This design comes from an exercise in tuning for small area, a short achievable clock period and few clock cycles per item on the open sky130 flow, not from production work.
Only simulation tests tie the RTL to the original design; equivalence was not proved.
Power figures rest on the tool's default switching activity, not on a simulated workload.

<file path="config.mk">
export PLATFORM = sky130hd
export DESIGN_NAME = lake_enc
export DESIGN_NICKNAME = lake_enc
export VERILOG_FILES = /design/flow/design.v
export SDC_FILE = /design/flow/constraint.sdc
export NUM_CORES = 4
export LEC_CHECK = 0
export CAP_MARGIN = 20
export CORE_MARGIN = 2
export CORE_UTILIZATION = 60
export SETUP_SLACK_MARGIN = 5
export SLEW_MARGIN = 20
</file>
<file path="constraint.sdc">
create_clock -name core_clock -period 13.0 [get_ports {clk}]
set_input_delay 2.6000 -clock core_clock [delete_from_list [all_inputs] [get_ports {clk}]]
set_output_delay 2.6000 -clock core_clock [all_outputs]
set_load 0.01 [all_outputs]
</file>
<file path="design.v">
module lake_enc (
    input  wire        clk,
    input  wire        rst,
    input  wire        in_valid,
    output wire        in_ready,
    input  wire [29:0] in_elem,
    input  wire        in_first,
    input  wire        in_bounded,
    input  wire        in_ratio3,
    input  wire [1:0]  in_qmax,
    output wire        out_valid,
    input  wire        out_ready,
    output wire [31:0] out_word,
    output wire        out_last,
    output wire        out_fit
);
    localparam integer P = 33;       
    localparam integer L = P + 10;   
    integer i, k, q;
    function [9:0] recf;
        input [9:0] x;
        input [1:0] dl;
        reg   [2:0] lo;
        reg   [7:0] hm1;
        begin
            lo  = {1'b0, x[1:0]} - {1'b0, dl};
            hm1 = x[9:2] - 8'd1;
            if (!lo[2])
                recf = {x[9:2], lo[1:0]};
            else if (x[9:2] == 8'd0)
                recf = 10'd0;
            else
                recf = {hm1, lo[1:0]};
        end
    endfunction
    function [9:0] predf;
        input [9:0] a;
        input [9:0] b;
        input [9:0] u;
        input       row0;
        input       bonly;
        reg         alb, uga, ugb, ula, ulb;
        begin
            alb = a < b;
            uga = u >= a;
            ugb = u >= b;
            ula = u <= a;
            ulb = u <= b;
            if (row0)
                predf = a;
            else if (bonly)
                predf = b;
            else if (uga && ugb)
                predf = alb ? a : b;
            else if (ula && ulb)
                predf = alb ? b : a;
            else
                predf = a + b - u;
        end
    endfunction
    function [10:0] dpredf;
        input [9:0] x;
        input [9:0] a;
        input [9:0] b;
        input [9:0] u;
        input       row0;
        input       bonly;
        reg         alb, uga, ugb, ula, ulb;
        reg  [10:0] da, db, dm;
        begin
            alb = a < b;
            uga = u >= a;
            ugb = u >= b;
            ula = u <= a;
            ulb = u <= b;
            da = {1'b0, x} - {1'b0, a};
            db = {1'b0, x} - {1'b0, b};
            dm = {1'b0, x} + {1'b0, u} - {1'b0, a} - {1'b0, b};
            if (row0)
                dpredf = da;
            else if (bonly)
                dpredf = db;
            else if (uga && ugb)
                dpredf = alb ? da : db;
            else if (ula && ulb)
                dpredf = alb ? db : da;
            else
                dpredf = dm;
        end
    endfunction
    function [10:0] subcs;
        input [9:0] x;
        input [9:0] p;
        reg   [5:0] lo;
        reg   [5:0] h0, h1;
        begin
            lo = {1'b0, x[4:0]} + {1'b0, ~p[4:0]} + 6'd1;
            h0 = {1'b0, x[9:5]} + {1'b1, ~p[9:5]};
            h1 = {1'b0, x[9:5]} + {1'b1, ~p[9:5]} + 6'd1;
            subcs = {lo[5] ? h1 : h0, lo[4:0]};
        end
    endfunction
    function [3:0] bitlen10;
        input [9:0] m;
        integer n;
        begin
            bitlen10 = 4'd0;
            for (n = 0; n < 10; n = n + 1)
                if (m[n]) bitlen10 = n[3:0] + 4'd1;
        end
    endfunction
    function [1:0] dsel;
        input [1:0] qq;
        input [2:0] d1;
        input [5:0] d2;
        input integer kk;
        begin
            case (qq)
                2'd1:    dsel = {1'b0, d1[2 - kk]};
                2'd2:    dsel = d2[5 - 2 * kk -: 2];
                default: dsel = 2'd0;
            endcase
        end
    endfunction
    reg        iv;
    reg [29:0] ix;
    reg        ifirst, ibounded, iratio3;
    reg [1:0]  iqmax;
    reg        bv;
    reg [29:0] bx;
    reg        bfirst, bbounded, bratio3;
    reg [1:0]  bqmax;
    reg [29:0] sx  [0:P];
    reg [2:0]  sd1 [0:8];
    reg [5:0]  sd2 [0:8];
    reg [29:0] srec [P+1:L-1];
    reg [L-1:0] sv;
    reg [4:0]  ce;                  
    reg        wlv, wbounded, wratio3;
    reg [1:0]  wqmax;
    reg        pv_w, pfirst, panc;   
    reg [9:0]  wpr [0:8];           
    reg [9:0]  worm [0:8];          
    reg [8:0]  wnz;                 
    reg        pend;                
    reg        dlv, dbounded, dratio3;    
    reg [1:0]  dqmax;
    reg        moved;               
    reg        m1;                  
    reg        fitsv;
    reg [2:0]  fits;
    reg [9:0]  lw [0:11];           
    reg [8:0]  cdl [0:3];           
    reg        pv;
    reg        pfit, plv, pratio3;
    reg [1:0]  pq;
    reg [3:0]  pw0, pw1, pw2;
    reg        ract;
    reg [4:0]  rcnt;
    reg        rfit, rlv;
    reg [1:0]  rq;
    reg [3:0]  rw0, rw1, rw2;
    reg [29:0] lq [0:3];
    reg [29:0] lu;
    reg        hv;
    reg        hfit, hratio3;
    reg [1:0]  hq;
    reg [3:0]  hw0, hw1, hw2;
    reg        r0v, r0anc, r0last;
    reg [32:0] r0d;
    reg [3:0]  r0w0, r0w1, r0w2;
    reg [1:0]  r0q;
    reg        r1v, r1last;
    reg [29:0] r1f;
    reg [4:0]  r1len;
    reg        pk_act, pk_dend, pk_fit;
    reg [3:0]  pk_wleft;
    reg [6:0]  cnt;
    reg [63:0] acc;
    reg [3:0]  padn;
    reg        padfit;
    reg        ov, olast, ofit;
    reg [31:0] ow;
    assign out_valid = ov;
    assign out_word  = ow;
    assign out_last  = olast;
    assign out_fit   = ofit;
    wire [1:0] rr = rcnt[4:3];
    wire [2:0] rc = rcnt[2:0];
    reg        rcz, rrz;            
    reg        rnza;                
    reg  [9:0]  rx   [0:2];
    reg  [9:0]  rrec [0:2];
    reg  [10:0] rdd  [0:2];
    reg  [9:0]  ra, rb, ru;
    reg  signed [10:0] rd;
    reg  [1:0]  rdl;
    reg  [9:0]  rc1, rc2, rc3;
    wire       ranc = rcz && rrz && !rlv;
    always @(*) begin
        for (k = 0; k < 3; k = k + 1) begin
            rx[k]   = sx[P][29 - 10 * k -: 10];
            ra = rnza ? srec[P + 1][29 - 10 * k -: 10] : lq[0][29 - 10 * k -: 10];
            rb = srec[P + 8][29 - 10 * k -: 10];
            ru = !rcz ? srec[P + 9][29 - 10 * k -: 10] : lu[29 - 10 * k -: 10];
            rd = dpredf(rx[k], ra, rb, ru, rrz, rcz && !rlv);
            rdd[k] = rd;
            rdl = (rq == 2'd2) ? rd[1:0] : ((rq == 2'd1) ? {1'b0, rd[0]} : 2'd0);
            rc1 = recf(rx[k], 2'd1);
            rc2 = recf(rx[k], 2'd2);
            rc3 = recf(rx[k], 2'd3);
            if (ranc)
                rrec[k] = rx[k];
            else
                case (rdl)
                    2'd0:    rrec[k] = rx[k];
                    2'd1:    rrec[k] = rc1;
                    2'd2:    rrec[k] = rc2;
                    default: rrec[k] = rc3;
                endcase
        end
    end
    wire signed [10:0] r0e0 = $signed(r0d[32:22]) >>> r0q;
    wire signed [10:0] r0e1 = $signed(r0d[21:11]) >>> r0q;
    wire signed [10:0] r0e2 = $signed(r0d[10:0])  >>> r0q;
    wire [10:0] e0m = r0e0 & ((11'd1 << r0w0) - 11'd1);
    wire [10:0] e1m = r0e1 & ((11'd1 << r0w1) - 11'd1);
    wire [10:0] e2m = r0e2 & ((11'd1 << r0w2) - 11'd1);
    wire [13:0] ecat = ({3'd0, e0m} << (r0w1 + r0w2)) | ({3'd0, e1m} << r0w2) | {3'd0, e2m};
    wire [4:0]  esum = {1'b0, r0w0} + {1'b0, r0w1} + {1'b0, r0w2};
    wire        pk_done = pk_act && pk_dend && (cnt == 7'd32) && !(padn != 4'd0) && (!ov || out_ready);
    wire        hdr_go = (!pk_act || pk_done) && hv;
    wire        r1_go  = pk_act && !pk_dend && r1v && ({1'b0, cnt} + {3'b0, r1len} <= 8'd64);
    wire [13:0] hfld   = hfit ? {hq, hw0, hw1, hw2} : {2'b11, 12'd0};
    wire [6:0]  fsh    = 7'd64 - cnt - {2'b0, r1len};
    wire [63:0] rfal   = r1_go ? ({34'd0, r1f} << fsh[5:0]) : 64'd0;
    wire        app    = hdr_go || r1_go;
    wire [63:0] comb   = acc | rfal;
    wire        emit_ok  = !ov || out_ready;
    wire        pad_emit = (padn != 4'd0);
    wire        acc_rdy  = pk_act && (cnt >= 7'd32);
    wire        do_emit  = emit_ok && (pad_emit || acc_rdy);
    wire        acc_emit = do_emit && !pad_emit;
    wire        hdr_e0 = !pk_act && hv;
    wire        hdr_e1 = hdr_e0 || (hv && pk_act && pk_dend && (cnt == 7'd32) && !pad_emit);
    wire [63:0] acc_e0 = hdr_e0 ? {hfld, 50'd0} : comb;
    wire [63:0] acc_e1 = hdr_e1 ? {hfld, 50'd0} : ((acc_rdy && !pad_emit) ? {comb[31:0], 32'd0} : comb);
    wire        r1_free  = !r1v || r1_go;
    wire        r0_mv    = r0v && r1_free;
    wire        r0_free  = !r0v || r1_free;
    wire        spec_win   = pend && !moved;
    wire        fix0;
    wire        late0      = decide && wce0;
    wire        hold       = fix0 || late0;
    wire        rd_take    = ract && sv[P] && (!rfit || r0_free) && !hold;
    wire        tail_move  = (!sv[P] || rd_take) && !hold;
    wire        head_shift = iv && tail_move;
    assign in_ready = !bv;
    wire        in_hs  = in_valid && !bv;
    wire        a_free = !iv || head_shift;
    wire        hv_free    = !hv || hdr_go;
    wire        rd_load    = (!ract || (rd_take && rcnt == 5'd31)) && (pv || decide) && hv_free;
    reg  [9:0]  wm [0:8];
    reg  [8:0]  wz;
    reg  [9:0]  wacc [0:8];
    reg  [8:0]  wnzn;
    reg  signed [10:0] wdif, we;
    always @(*) begin
        for (q = 0; q < 3; q = q + 1)
            for (k = 0; k < 3; k = k + 1) begin
                wdif = subcs(sx[0][29 - 10 * k -: 10], wpr[3 * q + k]);
                we   = wdif >>> q;
                wm[3 * q + k] = panc ? 10'd0 : (we[10] ? ~we[9:0] : we[9:0]);
                wz[3 * q + k] = (we != 11'sd0) && !panc;
            end
        for (i = 0; i < 9; i = i + 1) begin
            wacc[i]  = (pfirst ? 10'd0 : worm[i]) | wm[i];
            wnzn[i] = (pfirst ? 1'b0 : wnz[i]) | wz[i];
        end
    end
    reg  [3:0]  gw [0:8];
    reg  [5:0]  gsum [0:2];
    reg  [3:0]  thr;
    reg  [3:0]  gthr [0:2];
    always @(*) begin
        for (i = 0; i < 9; i = i + 1)
            gw[i] = bitlen10(wacc[i]);
        thr = dratio3 ? (dlv ? 4'd9 : 4'd8) : 4'd14;
        for (i = 0; i < 3; i = i + 1) begin
            gsum[i] = {2'b00, gw[3 * i] ^ gw[3 * i + 1] ^ gw[3 * i + 2]}
                    + {1'b0, (gw[3 * i] & gw[3 * i + 1]) | (gw[3 * i] & gw[3 * i + 2])
                             | (gw[3 * i + 1] & gw[3 * i + 2]), 1'b0};
            gthr[i] = thr - {3'd0, wnzn[3 * i]} - {3'd0, wnzn[3 * i + 1]} - {3'd0, wnzn[3 * i + 2]};
        end
    end
    wire        decide = pend && fitsv && moved;
    reg  [3:0]  fw [0:8];
    always @(*) begin
        for (i = 0; i < 9; i = i + 1)
            fw[i] = wnz[i] ? bitlen10(worm[i]) + 4'd1 : 4'd0;
    end
    wire        qlim1 = dbounded && (dqmax != 2'd0);
    wire        qlim2 = dbounded && (dqmax == 2'd2);
    wire        dfit  = fits[0] || (qlim1 && fits[1]) || (qlim2 && fits[2]);
    wire [1:0]  dq    = fits[0] ? 2'd0 : ((qlim1 && fits[1]) ? 2'd1 : ((qlim2 && fits[2]) ? 2'd2 : 2'd0));
    reg [9:0] lnext [0:11];
    always @(*) begin
        for (i = 0; i < 4; i = i + 1)
            for (k = 0; k < 3; k = k + 1)
                lnext[3 * i + k] = recf(sx[25 - 8 * i][29 - 10 * k -: 10],
                                        dsel(dq, cdl[i][8:6], cdl[i][5:0], k));
    end
    wire        sfit = pv ? pfit : dfit;
    wire [1:0]  sq   = pv ? pq : dq;
    wire [3:0]  sw0  = pv ? pw0 : fw[3 * dq];
    wire [3:0]  sw1  = pv ? pw1 : fw[3 * dq + 1];
    wire [3:0]  sw2  = pv ? pw2 : fw[3 * dq + 2];
    assign fix0 = decide && m1 && wlv && dfit && (dq != 2'd0);
    reg [2:0] fd1;
    reg [5:0] fd2;
    reg [1:0] fdl;
    always @(*) begin
        for (k = 0; k < 3; k = k + 1) begin
            fdl = sx[0][20 - 10 * k +: 2] - lnext[k][1:0];
            fd1[2 - k] = fdl[0];
            fd2[5 - 2 * k -: 2] = fdl;
        end
    end
    wire [1:0] wr = ce[4:3];
    wire [2:0] wc = ce[2:0];
    reg        wcz, wce0;           
    reg        wcnu;                
    reg  [3:0] wrow;                
    wire       cur_lv  = wce0 ? !ifirst : wlv;
    wire       wanchor = wce0 && ifirst;
    reg  [9:0] wla [0:2];           
    reg  [9:0] wlu [0:2];
    always @(*) begin
        for (k = 0; k < 3; k = k + 1) begin
            wla[k] = ({10{wrow[0]}} & lw[k]) | ({10{wrow[1]}} & lw[3 + k])
                   | ({10{wrow[2]}} & lw[6 + k]) | ({10{wrow[3]}} & lw[9 + k]);
            wlu[k] = ({10{wrow[1]}} & lw[k]) | ({10{wrow[2]}} & lw[3 + k])
                   | ({10{wrow[3]}} & lw[6 + k]);
        end
    end
    reg  [9:0]  wx;
    reg  [9:0]  wa, wb, wu;
    reg  [9:0]  wp [0:8];
    reg  [1:0]  wdl;
    reg  [2:0]  nd1;
    reg  [5:0]  nd2;
    always @(*) begin
        nd1 = 3'd0;
        nd2 = 6'd0;
        for (k = 0; k < 3; k = k + 1) begin
            wx = ix[29 - 10 * k -: 10];
            for (q = 0; q < 3; q = q + 1) begin
                if (!wcz)
                    wa = recf(sx[0][29 - 10 * k -: 10], dsel(q[1:0], sd1[0], sd2[0], k));
                else
                    wa = wla[k];
                wb = recf(sx[7][29 - 10 * k -: 10], dsel(q[1:0], sd1[7], sd2[7], k));
                if (wcnu)
                    wu = recf(sx[8][29 - 10 * k -: 10], dsel(q[1:0], sd1[8], sd2[8], k));
                else
                    wu = wlu[k];
                wp[3 * q + k] = predf(wa, wb, wu, wrow[0], wcz && !cur_lv);
                wdl = wx[1:0] - wp[3 * q + k][1:0];
                if (q == 1) nd1[2 - k] = wanchor ? 1'b0 : wdl[0];
                if (q == 2) nd2[5 - 2 * k -: 2] = wanchor ? 2'b00 : wdl;
            end
        end
    end
    always @(posedge clk) begin
        if (tail_move) begin
            for (i = L - 1; i > P + 1; i = i - 1)
                srec[i] <= srec[i - 1];
            srec[P + 1] <= {rrec[0], rrec[1], rrec[2]};
        end
        for (i = P; i >= 1; i = i - 1)
            if (tail_move && (i >= ce || iv)) begin
                sx[i]  <= sx[i - 1];
                if (i <= 8) begin
                    sd1[i] <= sd1[i - 1];
                    sd2[i] <= sd2[i - 1];
                end
            end
        if (tail_move && (ce == 5'd0 || iv)) begin
            sx[0]  <= ix;
            sd1[0] <= nd1;
            sd2[0] <= nd2;
        end else if (fix0) begin
            sd1[0] <= fd1;
            sd2[0] <= fd2;
        end
        if (head_shift && wc == 3'd7)
            cdl[wr] <= {nd1, nd2};
        if (head_shift && ce == 5'd0) begin
            wlv      <= !ifirst;
            wbounded <= ibounded;
            wratio3  <= iratio3;
            wqmax    <= iqmax;
        end
        for (i = 0; i < 9; i = i + 1)
            wpr[i] <= fix0 ? lnext[i % 3] : wp[i];
        pfirst <= fix0 || (ce == 5'd0);
        panc   <= !fix0 && wanchor;
        if (head_shift && ce == 5'd31) begin
            dlv      <= wlv;
            dbounded <= wbounded;
            dratio3  <= wratio3;
            dqmax    <= wqmax;
        end
        if (pv_w) begin
            for (i = 0; i < 9; i = i + 1)
                worm[i] <= wacc[i];
            wnz <= wnzn;
        end
        if (pend && !fitsv) begin
            for (i = 0; i < 3; i = i + 1)
                fits[i] <= (gsum[i] <= {2'b00, gthr[i]});
        end
        if (head_shift && ce == 5'd31)
            for (k = 0; k < 3; k = k + 1)
                lw[k] <= sx[23][29 - 10 * k -: 10];
        if (decide) begin
            for (i = 0; i < 12; i = i + 1)
                lw[i] <= lnext[i];
            pfit    <= dfit;
            pq      <= dq;
            plv     <= dlv;
            pratio3 <= dratio3;
            pw0     <= fw[3 * dq];
            pw1     <= fw[3 * dq + 1];
            pw2     <= fw[3 * dq + 2];
        end
        if (a_free) begin
            if (bv) begin
                ix       <= bx;
                ifirst   <= bfirst;
                ibounded <= bbounded;
                iratio3  <= bratio3;
                iqmax    <= bqmax;
            end else if (in_hs) begin
                ix       <= in_elem;
                ifirst   <= in_first;
                ibounded <= in_bounded;
                iratio3  <= in_ratio3;
                iqmax    <= in_qmax;
            end
        end else if (in_hs) begin
            bx       <= in_elem;
            bfirst   <= in_first;
            bbounded <= in_bounded;
            bratio3  <= in_ratio3;
            bqmax    <= in_qmax;
        end
        if (rd_load) begin
            rfit <= sfit;
            rq   <= sfit ? sq : 2'd0;
            rlv  <= pv ? plv : dlv;
            rw0  <= sw0;
            rw1  <= sw1;
            rw2  <= sw2;
            hfit    <= sfit;
            hq      <= sq;
            hratio3 <= pv ? pratio3 : dratio3;
            hw0 <= sw0;
            hw1 <= sw1;
            hw2 <= sw2;
        end
        if (rd_take && (rc == 3'd0 || rcnt == 5'd31)) begin
            lu    <= lq[0];
            lq[0] <= lq[1];
            lq[1] <= lq[2];
            lq[2] <= lq[3];
            lq[3] <= (rcnt == 5'd31) ? {rrec[0], rrec[1], rrec[2]} : srec[P + 1];
        end
        if (rd_take && rfit) begin
            r0anc  <= ranc;
            r0last <= (rcnt == 5'd31);
            r0d    <= ranc ? {3'd0, sx[P]} : {rdd[0], rdd[1], rdd[2]};
            r0q    <= rq;
            r0w0   <= rw0;
            r0w1   <= rw1;
            r0w2   <= rw2;
        end
        if (r0_mv) begin
            r1last <= r0last;
            r1f    <= r0anc ? r0d[29:0] : {16'd0, ecat};
            r1len  <= r0anc ? 5'd30 : esum;
        end
        if (hdr_go)
            pk_fit <= hfit;
        acc <= emit_ok ? acc_e1 : acc_e0;
        if (do_emit) begin
            ow    <= pad_emit ? 32'd0 : acc[63:32];
            olast <= pad_emit ? (padn == 4'd1) : (pk_wleft == 4'd1);
            ofit  <= pad_emit ? padfit : pk_fit;
        end
        if (rst) begin
            iv      <= 1'b0;
            bv      <= 1'b0;
            sv      <= {L{1'b0}};
            ce      <= 5'd0;
            wcz     <= 1'b1;
            wcnu    <= 1'b0;
            wce0    <= 1'b1;
            wrow    <= 4'b0001;
            pv_w    <= 1'b0;
            m1      <= 1'b0;
            moved   <= 1'b0;
            pend    <= 1'b0;
            fitsv   <= 1'b0;
            pv      <= 1'b0;
            ract    <= 1'b0;
            rcnt    <= 5'd0;
            hv      <= 1'b0;
            r0v     <= 1'b0;
            r1v     <= 1'b0;
            pk_act  <= 1'b0;
            pk_dend <= 1'b0;
            pk_wleft <= 4'd0;
            cnt     <= 7'd0;
            acc     <= 64'd0;
            padn    <= 4'd0;
            ov      <= 1'b0;
        end else begin
            iv <= a_free ? (bv || in_hs) : 1'b1;
            bv <= a_free ? 1'b0 : (bv || in_hs);
            if (tail_move) begin
                for (i = 1; i < L; i = i + 1)
                    if (i >= ce || iv)
                        sv[i] <= (i == ce) ? iv : sv[i - 1];
                if (ce == 5'd0 || iv)
                    sv[0] <= iv;
            end
            pv_w <= head_shift || fix0;
            m1   <= spec_win && head_shift;
            if (decide)
                moved <= 1'b0;
            else if (pend && tail_move)
                moved <= 1'b1;
            if (head_shift) begin
                if (ce == 5'd31) begin
                    ce   <= 5'd0;
                    pend <= 1'b1;
                    wcz  <= 1'b1;
                    wcnu <= 1'b0;
                    wce0 <= 1'b1;
                    wrow <= 4'b0001;
                end else begin
                    ce   <= ce + 5'd1;
                    wcz  <= (wc == 3'd7);
                    wcnu <= (wc != 3'd7);
                    wce0 <= 1'b0;
                    if (wc == 3'd7)
                        wrow <= {wrow[2:0], 1'b0};
                end
            end
            if (pend && !fitsv)
                fitsv <= 1'b1;
            if (decide) begin
                pend  <= 1'b0;
                fitsv <= 1'b0;
            end
            if (decide && !rd_load)
                pv <= 1'b1;
            else if (rd_load)
                pv <= 1'b0;
            if (rd_load) begin
                ract <= 1'b1;
                rcnt <= 5'd0;
                rcz  <= 1'b1;
                rnza <= 1'b0;
                rrz  <= 1'b1;
            end else if (rd_take) begin
                rcnt <= rcnt + 5'd1;
                rcz  <= (rc == 3'd7);
                rnza <= (rc != 3'd7);
                rrz  <= rrz && (rc != 3'd7);
                if (rcnt == 5'd31)
                    ract <= 1'b0;
            end
            if (rd_load)
                hv <= 1'b1;
            else if (hdr_go)
                hv <= 1'b0;
            if (rd_take && rfit)
                r0v <= 1'b1;
            else if (r0_mv)
                r0v <= 1'b0;
            if (r0_mv)
                r1v <= 1'b1;
            else if (r1_go)
                r1v <= 1'b0;
            if (hdr_go) begin
                pk_act   <= 1'b1;
                pk_dend  <= !hfit;
                pk_wleft <= hratio3 ? 4'd10 : 4'd15;
            end else if (pk_done) begin
                pk_act <= 1'b0;
                padn   <= pk_wleft - 4'd1;
                padfit <= pk_fit;
            end else if (pk_act && pk_dend && cnt == 7'd0 && !pad_emit) begin
                pk_act <= 1'b0;
                padn   <= pk_wleft;
                padfit <= pk_fit;
            end
            if (r1_go && r1last)
                pk_dend <= 1'b1;
            if (acc_emit && !hdr_go)
                pk_wleft <= pk_wleft - 4'd1;
            if (pad_emit && do_emit)
                padn <= padn - 4'd1;
            if (hdr_go && pk_done) begin
                padn   <= pk_wleft - 4'd1;
                padfit <= pk_fit;
            end
            begin : cntupd
                reg [6:0] c1;
                c1 = cnt + (r1_go ? {2'b0, r1len} : 7'd0);
                if (r1_go && r1last)
                    c1 = (c1 + 7'd31) & 7'b1100000;
                if (hdr_go)
                    cnt <= hfit ? 7'd14 : 7'd32;
                else if (acc_emit)
                    cnt <= c1 - 7'd32;
                else
                    cnt <= c1;
            end
            if (do_emit)
                ov <= 1'b1;
            else if (out_ready)
                ov <= 1'b0;
        end
    end
endmodule
</file>
<file path="run.sh">
#!/bin/bash
# synth_recipe.tcl (not shown) runs the flow's synth.tcl, then flattens the netlist and writes it again
# the make line also repeats each setting of config.mk as NAME=value (left out here)
make -C /OpenROAD-flow-scripts/flow DESIGN_CONFIG=/design/flow/config.mk WORK_HOME=/design/flow/orfs CLKGATE_MAP_FILE= SYNTH_SCRIPT=/design/flow/synth_recipe.tcl finish
</file>
==> results of run 1 <==
[worst max-delay path: cells and delay by family, from the launching register on]
kind	cells	cell delay, ns
AO/OA/AOI/OAI	7	1.62
XOR/XNOR	1	0.39
adder cells (fa/ha/maj)	7	2.50
buffers and inverters	2	0.13
flip-flops	1	0.62
AND/OR/NAND/NOR	7	1.43
[area by class of cell]
| type | instances | share of cell area (%) |
|---|---|---|
| multi-input combinational | 7267 | 39.91 |
| timing repair buffer | 234 | 1.451 |
| antenna | 12 | 0.02195 |
| clock inverter | 150 | 1.355 |
| inverter | 975 | 2.683 |
| clock buffer | 272 | 4.311 |
| tap | 2704 | 2.473 |
| sequential | 2256 | 47.80 |
[logic make-up (layout without fill, tap and decap cells)]
kind of cell / count (synthesis) / in the layout / share of synthesized area, %
flip-flops: 2256 / 2256 / 52.40
multiplexers: 393 / 393 / 3.715
buffers and inverters: 1393 / 1631 / 4.204
adder cells (fa/ha/maj): 1045 / 1045 / 11.78
AND/OR/NAND/NOR: 2536 / 2536 / 9.784
AO/OA/AOI/OAI: 2901 / 2901 / 15.20
other: 0 / 12 / 0
XOR/XNOR: 392 / 392 / 2.924
[routing by layer]
metal,up-vias,GRT usage [%]
met2,4764,57.26
met5,-,0
met3,1116,5.576
li1,40570,-
met1,44080,45.74
met4,18,23.08
[layout by cell type, fill, tap and decap left out, types with 98 or more instances in the layout]
cell and n:
a211oi_1 99, a21o_1 188, a21oi_1 739, a22o_1 128
a22oi_1 101, a31oi_1 121, buf_4 158, clkbuf_16 225
dfxtp_1 227, edfxtp_1 2019, fa_1 216, ha_1 826
inv_1 965, mux2_2 155, mux2i_1 195, nand2_1 688
nand2b_1 104, nand3_1 197, nor2_1 648, nor2b_1 128
nor3_1 210, o21a_1 98, o21ai_0 633, o22ai_1 101
xnor2_1 265, xor2_1 106
[state kept, by name, indices dropped and copies added (netlist names), 32 cells and up]
signal  cells
sx       1020
srec      270
lq        120
lw        120
worm       90
wpr        90
acc        64
sd2        54
cdl        36
sv         34
r0d        33
ow         32
[how the worst max path moves through the flow]
stage / from / end / depth (start not counted)
6_report: sx[0][22]$_DFFE_PP_ / fits[1]$_DFFE_PP_ / 24
5_1_grt: sx[0][26]$_DFFE_PP_ / fits[0]$_DFFE_PP_ / 22
4_1_cts: sx[0][22]$_DFFE_PP_ / fits[1]$_DFFE_PP_ / 24
3_5_place_dp: sx[0][21]$_DFFE_PP_ / fits[1]$_DFFE_PP_ / 25
3_3_place_gp: sx[0][21]$_DFFE_PP_ / fits[1]$_DFFE_PP_ / 25
2_1_floorplan: r1len[1]$_SDFFCE_PP1P_ / lq[0][0]$_DFFE_PP_ / 11
[through the flow]
stage | hold slack (ns) | total power, mW
2_1_floorplan | 0.4003 | 17.82
3_3_place_gp | 0.4000 | 20.84
3_5_place_dp | 0.4045 | 21.11
4_1_cts | 0.3644 | 27.92
5_1_grt | 0.3788 | 29.58
6_report | 0.3735 | 28.02
[power by group]
group / switching (mW) / internal (mW) / leakage [nW]
sequential: 0.895 / 9.62 / 22.4
combinational: 6.42 / 4.35 / 28.4
clock: 2.92 / 3.81 / 3.73
total: 10.2 / 17.8 / 54.6
==> impl_metrics.json, run 1 <==
{
  "status": "complete, no violations",
  "yosysWarnings": 22,
  "p_leak_nw": 54.57,
  "cpMostUsedCell": "ha_1",
  "whs_path_depth": 0,
  "p_per_area_nw_per_um2": 204.8,
  "viasPerCell": 6.528,
  "drv_slew": 0,
  "path_clk_slew_ns": 0.07,
  "drt_iter0_drc": 11160,
  "synth_async_sr_flop_share_pct": 0,
  "setup_viol": 0,
  "postLayoutCoreUtil_pct": 66.13,
  "dp_slack_ns": 6.224,
  "postCtsSetupRepairBufs": 0,
  "ys_ff_latch": 2256,
  "synth_area_leader_cell": "edfxtp_1",
  "min_path_type": "register to register",
  "place_area_um2": 129000,
  "wl_um": 383900,
  "clock_path_buffers": 3,
  "cts_num_sinks": 2256,
  "slowest_delay_ns": 0.65,
  "syn_to_final_growth_pct": 9.645,
  "hold_start": "srec[37][21]$_DFFE_PP_",
  "placed_cells": 13440,
  "first_pass_iters": 9,
  "worstRegToRegCells": 24,
  "critPathMaxFanout": 12,
  "cts_tree": "done",
  "synthDistinctLibCells": 106,
  "met2_wirelength_um": 176500,
  "synth_top_flop_cell": "edfxtp_1",
  "floorplan.core_area_um2": 206900,
  "ff2ff_setup_slack_ns": 6.09,
  "fin_ws_ns": 6.086,
  "synth_edf_count": 2019,
  "syn_area_um2": 124800,
  "maxSlewHeadroom_pct": 20.02,
  "peakVddDrop_v": 0.0002577,
  "tns_ns": 0,
  "die_area_um2": 211600,
  "grt_max_degree": 166,
  "yosysMostFrequentCell": "edfxtp_1",
  "avgSynthCellArea_um2": 11.43,
  "num_vias": 90550,
  "final.min_clock_period_ns": 6.914,
  "multi_input_area_um2": 54590,
  "grt_pass1_vias": 87930,
  "grt_use_total_pct": 35.85,
  "io_pins": 75,
  "fin_skew_ns": 0.1029,
  "rsz0062_at_grt": "false",
  "critPathCaptureType": "register",
  "gp_congestion": 1.029,
  "finalHoldViolations": 0,
  "design_area_um2": 136800,
  "synth.net_count": 12000,
  "hold_end": "srec[38][21]$_DFFE_PP_",
  "antenna_found_initial": 21,
  "critPathArrivalTime_ns": 7.60,
  "max_cap_violations": 0,
  "reg2reg_from": "sx[0][22]$_DFFE_PP_",
  "start_util_pct": 60.32,
  "met1_length_um": 147900,
  "clk_latency_ns": 0.92,
  "cts.repair.resized": 0,
  "dr.max_layer_used": "met5",
  "routed-wl-met3_um": 30340,
  "synth_top_area_share_pct": 48.59,
  "critPathSlowestCell": "a21oi_1",
  "netlist_top_cells_area": "edfxtp_1, ha_1, dfxtp_1",
  "cts_hold_buf": 0,
  "htreeDepth": 4,
  "crit_chain": "ha_1, a21oi_1, o21bai_1, a21oi_1, and4b_1, xnor2_2, ha_1, nand3b_1, nor4_1, nand4_1, a22o_1, ha_1, inv_1, fa_1, fa_1, inv_1, fa_1, ha_1, nor2b_1, o21ai_0, nand2b_1, a21oi_1, a41oi_1, nor3_1",
  "route.detailed.drc": 0,
  "netlist_top_cells_count": "edfxtp_1, inv_1, ha_1",
  "io_buffers": 74,
  "register_area_um2": 65390,
  "cp_data_required_time_ns": 13.69,
  "worstMarginPinSlew_ns": 1.187,
  "crit_type": "register to register",
  "gr-total-overflow": 0,
  "drive_gt1_share_pct": 7.836,
  "final_cells": 13870,
  "wire_per_inst_um": 27.68,
  "die_y_um": 460.0,
  "die_width_um": 460.0,
  "postSynthCellCount": 10920,
  "fill_cells": 15350,
  "numCtsBuffers": 225,
  "start_kind": "register",
  "post-dp-hpwl_um": 284800,
  "row_count": 167,
  "reg2reg_to": "fits[1]$_DFFE_PP_",
  "grt_pass1_wl_um": 563800,
  "ant_nets": 0,
  "nNetsFinal": 12040,
  "seq_area_frac_synth_pct": 52.40,
  "fin_crit_sh_pct": 53.19,
  "cts_root_buf": "clkbuf_16",
  "max_freq_mhz": 144.6
}
Testbench counts, summed over its fixed seeds: cycles 50,479, blocks 1,536.
==> run 2, diff against run 1 <==
--- a/design.v
+++ b/design.v
@@ -126,10 +126,6 @@
     reg [29:0] ix;
     reg        ifirst, ibounded, iratio3;
     reg [1:0]  iqmax;
-    reg        bv;
-    reg [29:0] bx;
-    reg        bfirst, bbounded, bratio3;
-    reg [1:0]  bqmax;
     reg [29:0] sx  [0:P];
     reg [2:0]  sd1 [0:8];
     reg [5:0]  sd2 [0:8];
@@ -241,10 +237,6 @@
     wire        acc_rdy  = pk_act && (cnt >= 7'd32);
     wire        do_emit  = emit_ok && (pad_emit || acc_rdy);
     wire        acc_emit = do_emit && !pad_emit;
-    wire        hdr_e0 = !pk_act && hv;
-    wire        hdr_e1 = hdr_e0 || (hv && pk_act && pk_dend && (cnt == 7'd32) && !pad_emit);
-    wire [63:0] acc_e0 = hdr_e0 ? {hfld, 50'd0} : comb;
-    wire [63:0] acc_e1 = hdr_e1 ? {hfld, 50'd0} : ((acc_rdy && !pad_emit) ? {comb[31:0], 32'd0} : comb);
     wire        r1_free  = !r1v || r1_go;
     wire        r0_mv    = r0v && r1_free;
     wire        r0_free  = !r0v || r1_free;
@@ -255,9 +247,8 @@
     wire        rd_take    = ract && sv[P] && (!rfit || r0_free) && !hold;
     wire        tail_move  = (!sv[P] || rd_take) && !hold;
     wire        head_shift = iv && tail_move;
-    assign in_ready = !bv;
-    wire        in_hs  = in_valid && !bv;
-    wire        a_free = !iv || head_shift;
+    assign in_ready = !iv || head_shift;
+    wire        in_hs  = in_valid && in_ready;
     wire        hv_free    = !hv || hdr_go;
     wire        rd_load    = (!ract || (rd_take && rcnt == 5'd31)) && (pv || decide) && hv_free;
     reg  [9:0]  wm [0:8];
@@ -281,17 +272,14 @@
     reg  [3:0]  gw [0:8];
     reg  [5:0]  gsum [0:2];
     reg  [3:0]  thr;
-    reg  [3:0]  gthr [0:2];
     always @(*) begin
         for (i = 0; i < 9; i = i + 1)
-            gw[i] = bitlen10(wacc[i]);
-        thr = dratio3 ? (dlv ? 4'd9 : 4'd8) : 4'd14;
-        for (i = 0; i < 3; i = i + 1) begin
+            gw[i] = wnzn[i] ? bitlen10(wacc[i]) + 4'd1 : 4'd0;
+        for (i = 0; i < 3; i = i + 1)
             gsum[i] = {2'b00, gw[3 * i] ^ gw[3 * i + 1] ^ gw[3 * i + 2]}
                     + {1'b0, (gw[3 * i] & gw[3 * i + 1]) | (gw[3 * i] & gw[3 * i + 2])
                              | (gw[3 * i + 1] & gw[3 * i + 2]), 1'b0};
-            gthr[i] = thr - {3'd0, wnzn[3 * i]} - {3'd0, wnzn[3 * i + 1]} - {3'd0, wnzn[3 * i + 2]};
-        end
+        thr = dratio3 ? (dlv ? 4'd9 : 4'd8) : 4'd14;
     end
     wire        decide = pend && fitsv && moved;
     reg  [3:0]  fw [0:8];
@@ -418,7 +406,7 @@
         end
         if (pend && !fitsv) begin
             for (i = 0; i < 3; i = i + 1)
-                fits[i] <= (gsum[i] <= {2'b00, gthr[i]});
+                fits[i] <= (gsum[i] <= {2'b00, thr});
         end
         if (head_shift && ce == 5'd31)
             for (k = 0; k < 3; k = k + 1)
@@ -434,26 +422,12 @@
             pw1     <= fw[3 * dq + 1];
             pw2     <= fw[3 * dq + 2];
         end
-        if (a_free) begin
-            if (bv) begin
-                ix       <= bx;
-                ifirst   <= bfirst;
-                ibounded <= bbounded;
-                iratio3  <= bratio3;
-                iqmax    <= bqmax;
-            end else if (in_hs) begin
-                ix       <= in_elem;
-                ifirst   <= in_first;
-                ibounded <= in_bounded;
-                iratio3  <= in_ratio3;
-                iqmax    <= in_qmax;
-            end
-        end else if (in_hs) begin
-            bx       <= in_elem;
-            bfirst   <= in_first;
-            bbounded <= in_bounded;
-            bratio3  <= in_ratio3;
-            bqmax    <= in_qmax;
+        if (in_hs) begin
+            ix       <= in_elem;
+            ifirst   <= in_first;
+            ibounded <= in_bounded;
+            iratio3  <= in_ratio3;
+            iqmax    <= in_qmax;
         end
         if (rd_load) begin
             rfit <= sfit;
@@ -492,7 +466,12 @@
         end
         if (hdr_go)
             pk_fit <= hfit;
-        acc <= emit_ok ? acc_e1 : acc_e0;
+        if (hdr_go)
+            acc <= {hfld, 50'd0};
+        else if (acc_emit)
+            acc <= {comb[31:0], 32'd0};
+        else
+            acc <= comb;
         if (do_emit) begin
             ow    <= pad_emit ? 32'd0 : acc[63:32];
             olast <= pad_emit ? (padn == 4'd1) : (pk_wleft == 4'd1);
@@ -500,7 +479,6 @@
         end
         if (rst) begin
             iv      <= 1'b0;
-            bv      <= 1'b0;
             sv      <= {L{1'b0}};
             ce      <= 5'd0;
             wcz     <= 1'b1;
@@ -526,8 +504,7 @@
             padn    <= 4'd0;
             ov      <= 1'b0;
         end else begin
-            iv <= a_free ? (bv || in_hs) : 1'b1;
-            bv <= a_free ? 1'b0 : (bv || in_hs);
+            iv <= in_hs || (iv && !head_shift);
             if (tail_move) begin
                 for (i = 1; i < L; i = i + 1)
                     if (i >= ce || iv)
==> run 2 against run 1 <==
  * Sequential share of layout area increased by 0.051 points
  * Largest power group unchanged
  * Total power increased by 2.6%
  * Highest routed layer unchanged
  * Global-route usage decreased by 0.22 points
  * Sequential cell count decreased by 36
  * Critical path depth decreased by 14
  * Non-clock buffer count increased by 3
  * Sequential power about the same
  * Setup slack got worse by 0.61 ns
  * Cell area decreased by 1.7%
==> impl_metrics.json, run 2 <==
{
  "post-dp-hpwl_um": 275400,
  "finalHoldViolations": 0,
  "gr-total-overflow": 0,
  "layout.cells.most_common_list": "edfxtp_1, inv_1, ha_1",
  "cp_data_required_time_ns": 10.40,
  "cts.repair.resized": 0,
  "top_usage_layer": "met2",
  "io_pins": 75,
  "reg_top3": "sx: 1020 flops, srec: 270 flops",
  "maxSlewHeadroom_pct": 18.80,
  "wl_um": 377100,
  "nNetsFinal": 11800,
  "wire_per_inst_um": 27.71,
  "drive_gt1_share_pct": 7.952,
  "max_cap_violations": 0,
  "rsz0062_at_grt": "false",
  "critPathMaxFanout": 35,
  "gp_congestion": 1.034,
  "floorplan.core_area_um2": 204000,
  "final.min_clock_period_ns": 7.522,
  "gr-usage-met2_pct": 58.92,
  "avgSynthCellArea_um2": 11.51,
  "synth_top_flop_cell": "edfxtp_1",
  "start_kind": "register",
  "drt_iter0_drc": 9958,
  "grt_max_degree": 140,
  "die_width_um": 456.4,
  "largest_reg_flops": 1020,
  "viasPerCell": 6.501,
  "tns_ns": 0,
  "ys_ff_latch": 2220,
  "worstMarginPinSlew_ns": 1.205,
  "cts_hold_buf": 0,
  "die_y_um": 456.4,
  "final_common_cell": "edfxtp_1",
  "grt_pass1_wl_um": 554500,
  "cts_tree": "done",
  "p_per_area_nw_per_um2": 213.8,
  "start_util_pct": 60.20,
  "die_area_um2": 208300,
  "min_path_type": "register to register",
  "synth_area_leader_cell": "edfxtp_1",
  "syn_to_final_growth_pct": 9.473,
  "syn_area_um2": 122800,
  "clk_latency_ns": 0.96,
  "clock_path_buffers": 3,
  "numCtsBuffers": 218,
  "io_buffers": 74,
  "yosysWarnings": 21,
  "critPathCaptureType": "output pin",
  "row_count": 166,
  "crit_type": "register to output pin",
  "critPathArrivalTime_ns": 4.92,
  "synth.net_count": 11740,
  "status": "complete, no violations",
  "p_leak_nw": 53.76,
  "drv_slew": 0,
  "grtUsageMet1_pct": 43.70,
  "netlist_top_cells_area": "edfxtp_1, ha_1, dfxtp_1",
  "synthDistinctLibCells": 135,
  "grt_use_total_pct": 35.62,
  "num_vias": 88470,
  "ant_nets": 0,
  "power.total_mw": 28.74,
  "route.detailed.drc": 0,
  "path_clk_slew_ns": 0.07,
  "grt_pass1_vias": 86510,
  "synth_top_area_share_pct": 48.52,
  "setup_viol": 0,
  "antenna_found_initial": 9,
  "seq_area_frac_synth_pct": 52.37,
  "netlist_top_cells_count": "edfxtp_1, inv_1, ha_1",
  "max_freq_mhz": 132.9,
  "ff2ff_setup_slack_ns": 6.41,
  "cts_num_sinks": 2220,
  "postCtsSetupRepairBufs": 0,
  "first_pass_iters": 8,
  "cts_root_buf": "clkbuf_16",
  "fin_crit_sh_pct": 57.86,
  "fin_skew_ns": 0.1257,
  "synth_edf_count": 1984,
  "postSynthCellCount": 10670,
  "peakVddDrop_v": 0.0002462,
  "yosysMostFrequentCell": "edfxtp_1",
  "htreeDepth": 4,
  "met3_usage_pct": 5.470,
  "regMostFlops": "sx",
  "synth_async_sr_flop_share_pct": 0
}
run 2: changes by cell type after synthesis, sizes merged, moves of 26 or more:
cell    delta
inv      -102
mux2      -55
nand3     -48
o22ai     +43
edfxtp    -35
and3      -33
clkbuf    -33
mux2i     +30
and2      +29
xnor2     -29
or3       +26
run 2: worst paths after layout:
path / to / from / cells past startpoint
worst max-delay path: in_ready / cnt[0]$_SDFF_PP0_ / 10
worst min-delay path: sx[29][5]$_DFFE_PP_ / sx[28][5]$_DFFE_PP_ / 0
worst max register to register: fits[1]$_DFFE_PP_ / sx[0][15]$_DFFE_PP_ / 22
worst min register to register: sx[29][5]$_DFFE_PP_ / sx[28][5]$_DFFE_PP_ / 0
run 2: final cells by class:
type / count / area (um^2)
Multi-Input combinational cell: 7175 / 53960
Timing Repair Buffer: 237 / 1987
Tap cell: 2688 / 3363
Clock inverter: 144 / 1720
Fill cell: 15120 / 69550
Sequential cell: 2220 / 64320
Clock buffer: 267 / 5762
Antenna cell: 5 / 12.51
Inverter: 872 / 3292
run 2: logic make-up (layout without fill, tap and decap cells):
family	after synthesis	in the layout	synth area share (%)
AOI/OAI and AO/OA	2872	2872	15.38
and+or+nand+nor	2508	2508	9.844
DFF	2220	2220	52.37
buffers and inverters	1274	1520	4.005
adders and majority gates	1034	1034	11.80
xor gates and xnor gates	393	393	3.075
muxes	368	368	3.519
other	0	5	0
run 2: critical path, stage by stage (launching register included):
cell	delay [ns]
dfxtp_1	0.39
inv_1	0.07
ha_2	0.98
nor2_1	0.10
o21ai_0	0.11
nor3_1	0.09
a211oi_2	0.62
o21ai_0	0.35
o21bai_4	0.53
nand2_1	0.23
clkdlybuf4s50_1	0.53
run 2: report_power, final:
part           switching (mW)  total, mW  internal, mW
clock                    2.91       6.58          3.67
combinational            6.84       11.5          4.65
sequential               1.03       10.7          9.64
total                    10.8       28.7          18.0
run 2: metrics by stage:
| stage | cells | worst slack, ns | utilization [%] | instance area [um^2] | hold slack, ns |
|---|---|---|---|---|---|
| floorplan | 10670 | 6.114 | - | 122800 | 0.4003 |
| global placement | 13190 | 6.406 | 62.21 | 126900 | 0.4002 |
| detailed placement | 13190 | 6.338 | 62.22 | 126900 | 0.4045 |
| CTS | 13600 | 5.335 | 65.88 | 134400 | 0.3757 |
| finish | 13610 | 5.478 | 65.90 | 134400 | 0.3717 |
| global route | 13600 | 5.130 | 65.90 | 134400 | 0.3850 |
run 2: per-layer routing:
metal	wire, um	share of wire [%]
met1	142300	38
met2	178900	47
met3	27370	7.3
met4	28470	7.5
met5	96	0.025
Testbench counts of run 2, summed over its fixed seeds: cycles 50,479, blocks 1,536.

-- port drivers added, routing unchanged --
The results above use ideal ports. As a check the final layouts listed here were re-extracted and re-timed, cells and wires unchanged. Step 1, drivers: a clkbuf_16 drives clk and a buf_2 each remaining input, both assumed. Step 2, shift: input delay + t, output delay - t, t = (earliest + latest rising clock arrival at the registers) / 2. This alone moves slack from input paths to output paths. a / b / c = ideal / step 1 / step 2; a / b = the first two.
run	t, ns	setup slack, ns	hold slack, ns	worst setup path at the end	worst register clock-pin slew, ns
run 1	0.975	6.086 / 6.086 / 6.086	0.374 / 0.374 / 0.374	register to register	0.08 / 0.08
run 2	0.996	5.478 / 5.381 / 6.377	0.372 / 0.372 / 0.372	register to output	0.07 / 0.07
After both steps setup and hold are still met in every run listed.
